Context: an optimization exercise on an open-source flow, tuned for small area, a short achievable clock period and few clock cycles per item. The choices shown serve that exercise and are no tape-out recipe. Where RTL was checked, it was by simulation tests only, not by an equivalence proof against the original. Power and IR drop assume default switching activity.

Setup of JK:
==> flow/design.v (excerpt) <==
module segdec (
    input  wire        clk,
    input  wire        rst,
    input  wire        hdr_valid,
    output wire        hdr_ready,
    input  wire [63:0] hdr_tag,
    input  wire [3:0]  hdr_kind,
    input  wire [9:0]  hdr_len,
    input  wire [31:0] hdr_check,
    input  wire        din_valid,
    output wire        din_ready,
    input  wire [63:0] din_data,
    output reg         dout_valid,
    output reg  [71:0] dout_data,
    output reg         res_valid,
    output wire        res_check_ok,
    output reg         res_decode_ok
);
export LEC_CHECK = 0
export CAP_MARGIN = 50
export CORE_MARGIN = 2
export CORE_UTILIZATION = 50
export CTS_BUF_LIST = sky130_fd_sc_hd__clkbuf_4 sky130_fd_sc_hd__clkbuf_8
export SLEW_MARGIN = 70
create_clock -name core_clock -period 13.5 [get_ports {clk}]
standard.sh (not shown) runs the stock make flow with config.mk's settings and CLKGATE_MAP_FILE= SYNTH_SCRIPT=/design/flow/synth_recipe.tcl, a recipe that flattens the netlist after the stock synthesis.
==> flow/flow/run.sh <==
#!/bin/bash
set -uo pipefail
MARGIN=$(cat flow/margin.txt)
bash standard.sh SETUP_SLACK_MARGIN="$MARGIN" finish > standard_flow.log 2>&1
status=$?
cp -f orfs/logs/*/segdec/base/*.log . 2>/dev/null || true
exit $status
==> flow/flow/margin.txt <==
10
JK | stages: all done | timing, DRC, antenna: all pass
Input-level comparison between MS and JK:
==> flow/flow/margin.txt <==
9
Findings:
For MS and JK, there was not a single run that failed to finish clean. Multi-input logic area sits lower in MS than in JK. Delta (MS minus JK): worst setup slack climbed 0.047 ns; clock power increased about 1%; number of placed instances with taps included moved up. Summary of MS over JK: layout overhead on the synthesized area decreased by 9.9 points relative to the old numbers; final area lower; area taken by flip-flops and latches now sits lower.
No functional check of the RTL was part of any run of this note.

Setup of run a:
The RTL this note starts from:
==> flow/design.v <==
module segdec (
    input  wire        clk,
    input  wire        rst,
    input  wire        hdr_valid,
    output wire        hdr_ready,
    input  wire [63:0] hdr_tag,
    input  wire [3:0]  hdr_kind,
    input  wire [9:0]  hdr_len,
    input  wire [31:0] hdr_check,
    input  wire        din_valid,
    output wire        din_ready,
    input  wire [63:0] din_data,
    output reg         dout_valid,
    output reg  [71:0] dout_data,
    output reg         res_valid,
    output wire        res_check_ok,
    output wire        res_decode_ok
);
    localparam [1:0] I_IDLE = 2'd0, I_TAG = 2'd1, I_HDR = 2'd2, I_DATA = 2'd3;
    function [31:0] crc8;
        input [31:0] c;
        input [7:0]  d;
        integer k;
        reg [31:0] t;
        begin
            t = c ^ {24'd0, d};
            for (k = 0; k < 8; k = k + 1)
                t = t[0] ? ((t >> 1) ^ 32'h82F63B78) : (t >> 1);
            crc8 = t;
        end
    endfunction
    reg  [1:0]  ist;
    reg  [2:0]  bidx;         
    reg  [31:0] crc;
    reg  [31:0] check;
    reg         chk_ok;
    reg  [9:0]  blft;         
    reg         in_done;      
    reg  [7:0]  bq;
    reg         bq_v;
    reg         bq_tag;       
    reg         bq_first;     
    reg         bq_last;      
    reg         busy;         
    reg         raw;
    reg         err;
    reg  [6:0]  beats;        
    reg  [2:0]  lane;         
    reg  [8:0]  prev;
    reg         in_run;
    reg  [9:0]  rm;           
    reg  [23:0] w;            
    reg  [4:0]  cnt;          
    wire room    = (cnt <= 5'd16) || err || (beats == 7'd0);
    wire bq_go   = bq_v && (bq_tag || room);
    wire bq_free = !bq_v || bq_go;
    wire in_data = (ist == I_DATA);
    wire last_byte = (bidx == 3'd7) || (blft == 10'd1);
    assign hdr_ready = (ist == I_HDR) && !busy;
    assign din_ready = in_data && last_byte && bq_free;
    wire hdr_fire = hdr_valid && hdr_ready;
    wire adv      = in_data && din_valid && bq_free;
    wire tag_take = hdr_valid && !ist[1] && bq_free;
    wire [7:0]  dbyte  = din_data[8*bidx +: 8];
    wire [7:0]  tbyte  = hdr_tag[8*bidx +: 8];
    wire [31:0] crc_nx = crc8(bq_first ? 32'hFFFFFFFF : crc, bq);
    reg  [3:0]  clen;
    reg  [3:0]  xb;
    reg         t_run;        
    reg         t_set;        
    reg  [9:0]  db;           
    reg         cin;
    reg  [4:0]  tbits;        
    always @(*) begin
        clen = 4'd2; xb = 4'd0; tbits = 5'd2; t_run = 1'b0; t_set = 1'b0; db = 10'd0; cin = 1'b0;
        casez ({w[0], w[1], w[2], w[3], w[4], w[5], w[6], w[7], w[8]})
            9'b00???????: begin clen = 4'd2; t_set = 1'b1; tbits = 5'd2; end
            9'b010??????: begin clen = 4'd3; t_run = 1'b1; db = 10'd0; tbits = 5'd3; end
            9'b011??????: begin clen = 4'd3; db = 10'd0; cin = 1'b1; tbits = 5'd3; end
            9'b100??????: begin clen = 4'd3; db = 10'h3FF; tbits = 5'd3; end
            9'b1010?????: begin clen = 4'd4; t_run = 1'b1; db = 10'd1; tbits = 5'd4; end
            9'b1011?????: begin clen = 4'd4; t_run = 1'b1; db = 10'd2; xb = 4'd1; tbits = 5'd5; end
            9'b11000????: begin clen = 4'd5; t_run = 1'b1; db = 10'd4; xb = 4'd2; tbits = 5'd7; end
            9'b11001????: begin clen = 4'd5; t_run = 1'b1; db = 10'd8; xb = 4'd3; tbits = 5'd8; end
            9'b11010????: begin clen = 4'd5; db = 10'd1; cin = 1'b1; tbits = 5'd5; end
            9'b11011????: begin clen = 4'd5; db = 10'h3FE; tbits = 5'd5; end
            9'b111000???: begin clen = 4'd6; t_set = 1'b1; xb = 4'd9; tbits = 5'd15; end
            9'b111001???: begin clen = 4'd6; t_run = 1'b1; db = 10'd16; xb = 4'd4; tbits = 5'd10; end
            9'b111010???: begin clen = 4'd6; t_run = 1'b1; db = 10'd256; xb = 4'd8; tbits = 5'd14; end
            9'b111011???: begin clen = 4'd6; db = 10'd2; cin = 1'b1; xb = 4'd1; tbits = 5'd7; end
            9'b111100???: begin clen = 4'd6; db = 10'h3FC; xb = 4'd1; tbits = 5'd7; end
            9'b1111010??: begin clen = 4'd7; t_run = 1'b1; db = 10'd32; xb = 4'd5; tbits = 5'd12; end
            9'b1111011??: begin clen = 4'd7; db = 10'd4; cin = 1'b1; xb = 4'd2; tbits = 5'd9; end
            9'b1111100??: begin clen = 4'd7; db = 10'h3F8; xb = 4'd2; tbits = 5'd9; end
            9'b11111010?: begin clen = 4'd8; t_run = 1'b1; db = 10'd64; xb = 4'd6; tbits = 5'd14; end
            9'b11111011?: begin clen = 4'd8; t_run = 1'b1; db = 10'd128; xb = 4'd7; tbits = 5'd15; end
            9'b11111100?: begin clen = 4'd8; db = 10'd8; cin = 1'b1; xb = 4'd3; tbits = 5'd11; end
            9'b11111101?: begin clen = 4'd8; db = 10'h3F0; xb = 4'd3; tbits = 5'd11; end
            9'b111111100: begin clen = 4'd9; db = 10'd16; cin = 1'b1; xb = 4'd4; tbits = 5'd13; end
            9'b111111101: begin clen = 4'd9; db = 10'h3E0; xb = 4'd4; tbits = 5'd13; end
            9'b111111110: begin clen = 4'd9; db = 10'd32; cin = 1'b1; xb = 4'd5; tbits = 5'd14; end
            default:      begin clen = 4'd9; db = 10'h3C0; xb = 4'd5; tbits = 5'd14; end
        endcase
    end
    wire        tok_fit  = (tbits <= cnt);
    wire [8:0]  xsh      = w[clen +: 9];
    wire [8:0]  xval     = xsh & ~(9'h1FF << xb);
    wire [9:0]  dx       = db | {1'b0, xval};
    wire [10:0] pv       = t_set ? 11'd0 : {2'b00, prev};
    wire [10:0] v        = pv + {dx[9], dx} + {10'd0, cin};
    wire        val_ok   = (v[10:9] == 2'b00);
    wire act    = busy && !err && (beats != 7'd0);
    wire go_raw = raw && (cnt >= 5'd9);
    wire go_tok = !raw && tok_fit;
    wire go     = act && (in_run || go_raw || go_tok);
    wire tokrun = !in_run && !raw && t_run;
    wire isrun  = in_run || tokrun;
    wire [9:0]  fill_m = in_run ? rm : (tokrun ? dx : 10'd0);
    wire [3:0]  lo     = {1'b0, fill_m[2:0]} + {1'b0, lane};
    wire        ge8    = (fill_m[9:3] != 7'd0) || lo[3];       
    wire        bdone  = ge8 || (lo[2:0] == 3'd7);             
    wire [9:0]  s      = fill_m + {7'd0, lane};
    wire [8:0]  val    = isrun ? prev : (raw ? w[8:0] : v[8:0]);
    wire        cons   = act && !in_run && (raw ? (cnt >= 5'd9) : tok_fit);
    wire [4:0]  camt   = raw ? 5'd9 : tbits;
    wire        app    = bq_go && !bq_tag;
    wire [7:0]  abyte  = app ? bq : 8'd0;
    wire [23:0] wins   = w | ({16'd0, abyte} << cnt);
    wire [23:0] wsh    = wins >> camt;
    wire [4:0]  cnt_in = cnt + (app ? 5'd8 : 5'd0);
    integer i;
    wire fin = busy && in_done && (err || beats == 7'd0);
    always @(posedge clk) begin
        if (rst) begin
            ist        <= I_IDLE;
            bidx       <= 3'd0;
            busy       <= 1'b0;
            bq_v       <= 1'b0;
            dout_valid <= 1'b0;
            res_valid  <= 1'b0;
        end else begin
            dout_valid <= go && bdone;
            res_valid  <= fin;
            if (hdr_fire)
                busy <= 1'b1;
            else if (fin)
                busy <= 1'b0;
            if (tag_take || adv)
                bq_v <= 1'b1;
            else if (bq_free)
                bq_v <= 1'b0;
            case (ist)
                I_IDLE, I_TAG: if (tag_take) begin
                    bidx <= bidx + 3'd1;
                    ist  <= (bidx == 3'd7) ? I_HDR : I_TAG;
                end
                I_HDR: if (hdr_fire)
                    ist  <= I_DATA;
                default: if (adv) begin
                    bidx <= bidx + 3'd1;
                    if (blft == 10'd1) begin
                        ist  <= I_IDLE;
                        bidx <= 3'd0;
                    end
                end
            endcase
        end
    end
    always @(posedge clk) begin
        if (bq_go) begin
            crc <= crc_nx;
            if (bq_last) begin
                chk_ok  <= (crc_nx == ~check);
                in_done <= 1'b1;
            end
        end
        if (tag_take) begin
            bq       <= tbyte;
            bq_tag   <= 1'b1;
            bq_first <= (ist == I_IDLE);
            bq_last  <= 1'b0;
        end
        if (adv) begin
            bq       <= dbyte;
            bq_tag   <= 1'b0;
            bq_first <= 1'b0;
            bq_last  <= (blft == 10'd1);
            blft     <= blft - 10'd1;
        end
        if (hdr_fire) begin
            check   <= hdr_check;
            blft    <= hdr_len;
            in_done <= 1'b0;
            raw     <= (hdr_kind == 4'h3);
            err     <= !((hdr_kind == 4'h1) || (hdr_kind == 4'h3 && hdr_len == 10'd576));
            beats   <= 7'd64;
            lane    <= 3'd0;
            prev    <= 9'd0;
            in_run  <= 1'b0;
            w       <= 24'd0;
            cnt     <= 5'd0;
        end else if (busy) begin
            w   <= cons ? wsh : wins;
            cnt <= cnt_in - (cons ? camt : 5'd0);
            if (act && !in_run && !raw && !tok_fit && blft == 10'd0 && !(bq_v && !bq_tag))
                err <= 1'b1;                     
            if (go && tokrun && (s[9:3] >= beats))
                err <= 1'b1;                     
            if (go && !isrun && !raw && !val_ok)
                err <= 1'b1;                     
            if (app && beats == 7'd0)
                err <= 1'b1;                     
            if (go) begin
                for (i = 0; i < 8; i = i + 1)
                    if (i >= lane && (ge8 || i <= lo[2:0]))
                        dout_data[9*i +: 9] <= val;
                if (bdone) begin
                    beats <= beats - 7'd1;
                    lane  <= 3'd0;
                end else begin
                    lane  <= s[2:0] + 3'd1;
                end
                in_run <= isrun && ge8;
                rm     <= s - 10'd8;
                if (!isrun && !raw)
                    prev <= v[8:0];
            end
        end
    end
    assign res_check_ok  = chk_ok;
    assign res_decode_ok = !err && (cnt < 5'd8) && (w[6:0] == 7'd0);
endmodule
==> flow/config.mk <==
export PLATFORM = sky130hd
export DESIGN_NAME = segdec
export DESIGN_NICKNAME = segdec
export VERILOG_FILES = /design/flow/design.v
export SDC_FILE = /design/flow/constraint.sdc
export NUM_CORES = 4
export LEC_CHECK = 0
export ABC_CLOCK_PERIOD_IN_PS = 4000
export CAP_MARGIN = 20
export CORE_MARGIN = 2
export CORE_UTILIZATION = 60
export SETUP_SLACK_MARGIN = 5
export SLEW_MARGIN = 20
==> flow/constraint.sdc <==
create_clock -name core_clock -period 13.5 [get_ports {clk}]
set_input_delay 2.7000 -clock core_clock [delete_from_list [all_inputs] [get_ports {clk}]]
set_output_delay 2.7000 -clock core_clock [all_outputs]
set_load 0.01 [all_outputs]
run.sh (not shown) runs the stock make flow with config.mk's settings and CLKGATE_MAP_FILE= SYNTH_SCRIPT=/design/flow/synth_recipe.tcl, a recipe that flattens the netlist after the stock synthesis.
Stock flow here: none of the scripts above is used.
> inputs changed (run a -> run b)
- removing SETUP_SLACK_MARGIN (formerly 5)
- changing SLEW_MARGIN from 20 to 70
- changing CAP_MARGIN from 20 to 50
- removing ABC_CLOCK_PERIOD_IN_PS (formerly 4000)
==> flow/flow/run.sh (new file) <==
#!/bin/bash
set -uo pipefail
MARGIN=$(cat flow/margin.txt)
bash standard.sh SETUP_SLACK_MARGIN="$MARGIN" finish > standard_flow.log 2>&1
status=$?
cp -f orfs/logs/*/segdec/base/*.log . 2>/dev/null || true
exit $status
==> flow/flow/margin.txt (new file) <==
8
==> flow/standard.sh (new file) <==
#!/bin/bash
# synth_recipe.tcl (not shown) runs the flow's synth.tcl, then flattens the netlist and writes it again
# the make line also repeats each setting of config.mk as NAME=value (left out here)
make -C /OpenROAD-flow-scripts/flow DESIGN_CONFIG=/design/flow/config.mk WORK_HOME=/design/flow/orfs CLKGATE_MAP_FILE= SYNTH_SCRIPT=/design/flow/synth_recipe.tcl "${@:-finish}"
removed: flow/run.sh
### Flow results
Run b vs run a, sequential power went down by about 0.9%.
Where hold slack is concerned, run a is outperformed by run b.
Compared with run a, run b shows a sequential share of layout area that is 2.2 points lower.
Measured against each other, run b and run a differ in transition at the pin with the smallest max-transition slack, the lower figure coming from run b.
No functional check of the RTL was part of any run of this note.

Another version of the RTL of segdec (not shown whole).
Size: roughly 1500 cells after synthesis, ~240 flip-flops, ~16000 sq um of cells after synthesis.
Settings: LEC_CHECK=0, CAP_MARGIN=50, CORE_MARGIN=2, CORE_UTILIZATION=60, CTS_BUF_LIST=sky130_fd_sc_hd__clkbuf_4 sky130_fd_sc_hd__clkbuf_8, SLEW_MARGIN=70; clock period 13.5 ns.
standard.sh (not shown) runs the stock make flow with config.mk's settings and CLKGATE_MAP_FILE= SYNTH_SCRIPT=/design/flow/synth_recipe.tcl, a recipe that flattens the netlist after the stock synthesis.
==> flow/flow/run.sh <==
#!/bin/bash
set -uo pipefail
MARGIN=$(cat flow/margin.txt)
bash standard.sh SETUP_SLACK_MARGIN="$MARGIN" finish > standard_flow.log 2>&1
status=$?
cp -f orfs/logs/*/segdec/base/*.log . 2>/dev/null || true
exit $status
==> flow/flow/margin.txt <==
9
The first run completed without violations.
Testbench counts at the start, summed over its fixed seeds: cycles 40,864, segments 320.
Then changed:
Settings changed: CORE_UTILIZATION 60 to 50.
Non-clock buffer count rises by 5. Combinational power came out lower by about 6%. Clock skew is higher by 0.0077 ns.
Then changed:
Settings changed: CTS_CLUSTER_SIZE set to 30.
Effect: The new run passed the timing, design-rule and antenna checks. Combinational power hardly moves. First-iteration DRC count stays the same. Hold slack does not change.
Then changed:
==> flow/flow/margin.txt (replaced) <==
8.5
Settings changed: CTS_CLUSTER_SIZE 30 to not set.
- non-clock buffer count went down by 22
- wire length fell by about 3%
- setup slack gets worse by 0.40 ns
- count of clock-buffer cells in the layout grows by 4
- cell area fell by 2.3%
- flip-flop and latch count does not change
- combinational power barely changes

Another version of the RTL of segdec (not shown whole).
Size: roughly 220 flip-flops.
clock: 13.5 ns
lec_check: 0
cap_margin: 20
core_margin: 2
core_utilization: 40
slew_margin: 20
run.sh (not shown) runs the stock make flow with config.mk's settings and CLKGATE_MAP_FILE= SYNTH_SCRIPT=/design/flow/synth_recipe.tcl, a recipe that flattens the netlist after the stock synthesis.
Stock flow here: none of the scripts above is used.
Change:
- CORE_UTILIZATION: 40 -> 60
- GPL_TIMING_DRIVEN: unset -> 1
- SETUP_SLACK_MARGIN: unset -> 5
After rerunning: The changed run ran to the end with no violations; wire length came out lower by 0.89%; worst setup slack improves by 0.12 ns; via count is higher by 4.3%; power came out lower by 3.1%; clock-buffer cell count went up by 4; utilization is higher by 25 points; first-iteration DRC count grows by 54%; die area is lower by 33%; clock skew hardly moves; non-clock buffer count stays the same; sequential power drops by about 0.4%.
Function was not checked in any run of this note: the RTL went through the layout flow alone.

## what the ideal ports hide
How much do the figures lean on ideal ports? The routed layouts below were timed once more, with nothing changed but the port constraints.
Step 1 assumes that a clkbuf_16 drives the clock port and a buf_2 every other input.
Step 2, shift: input delay + t, output delay - t, t = (earliest + latest rising clock arrival at the registers) / 2. This alone moves slack from input paths to output paths.
Three values: no drivers, after step 1, after step 2; two values: the first two.
run	shift t [ns]	setup WS [ns]	worst setup path at the end	worst register clock-pin slew, ns
JK	0.624	8.962 / 8.912 / 9.004	input to register	0.07 / 0.07
MS	0.623	9.009 / 8.957 / 8.472	input to register	0.07 / 0.07
run a	0.597	6.801 / 6.801 / 6.801	register to register	0.06 / 0.06
run b	0.603	7.954 / 7.903 / 8.030	register to register	0.07 / 0.07
the first run of note 3	0.613	9.030 / 8.985 / 8.588	input to register	0.08 / 0.08
the second run of note 3	0.622	9.015 / 8.967 / 8.613	input to register	0.07 / 0.07
the third run of note 3	0.622	9.015 / 8.967 / 8.613	input to register	0.07 / 0.07
the fourth run of note 3	0.606	8.611 / 8.563 / 8.589	input to register	0.06 / 0.06
the first run of note 4	0.601	5.593 / 5.593 / 5.593	register to register	0.07 / 0.07
the second run of note 4	0.589	5.710 / 5.710 / 5.710	register to register	0.06 / 0.06
After both steps setup and hold are still met in every run listed. The setup slack of MS, which loses most, moves by -0.052 ns with the drivers and by -0.537 ns with both steps.
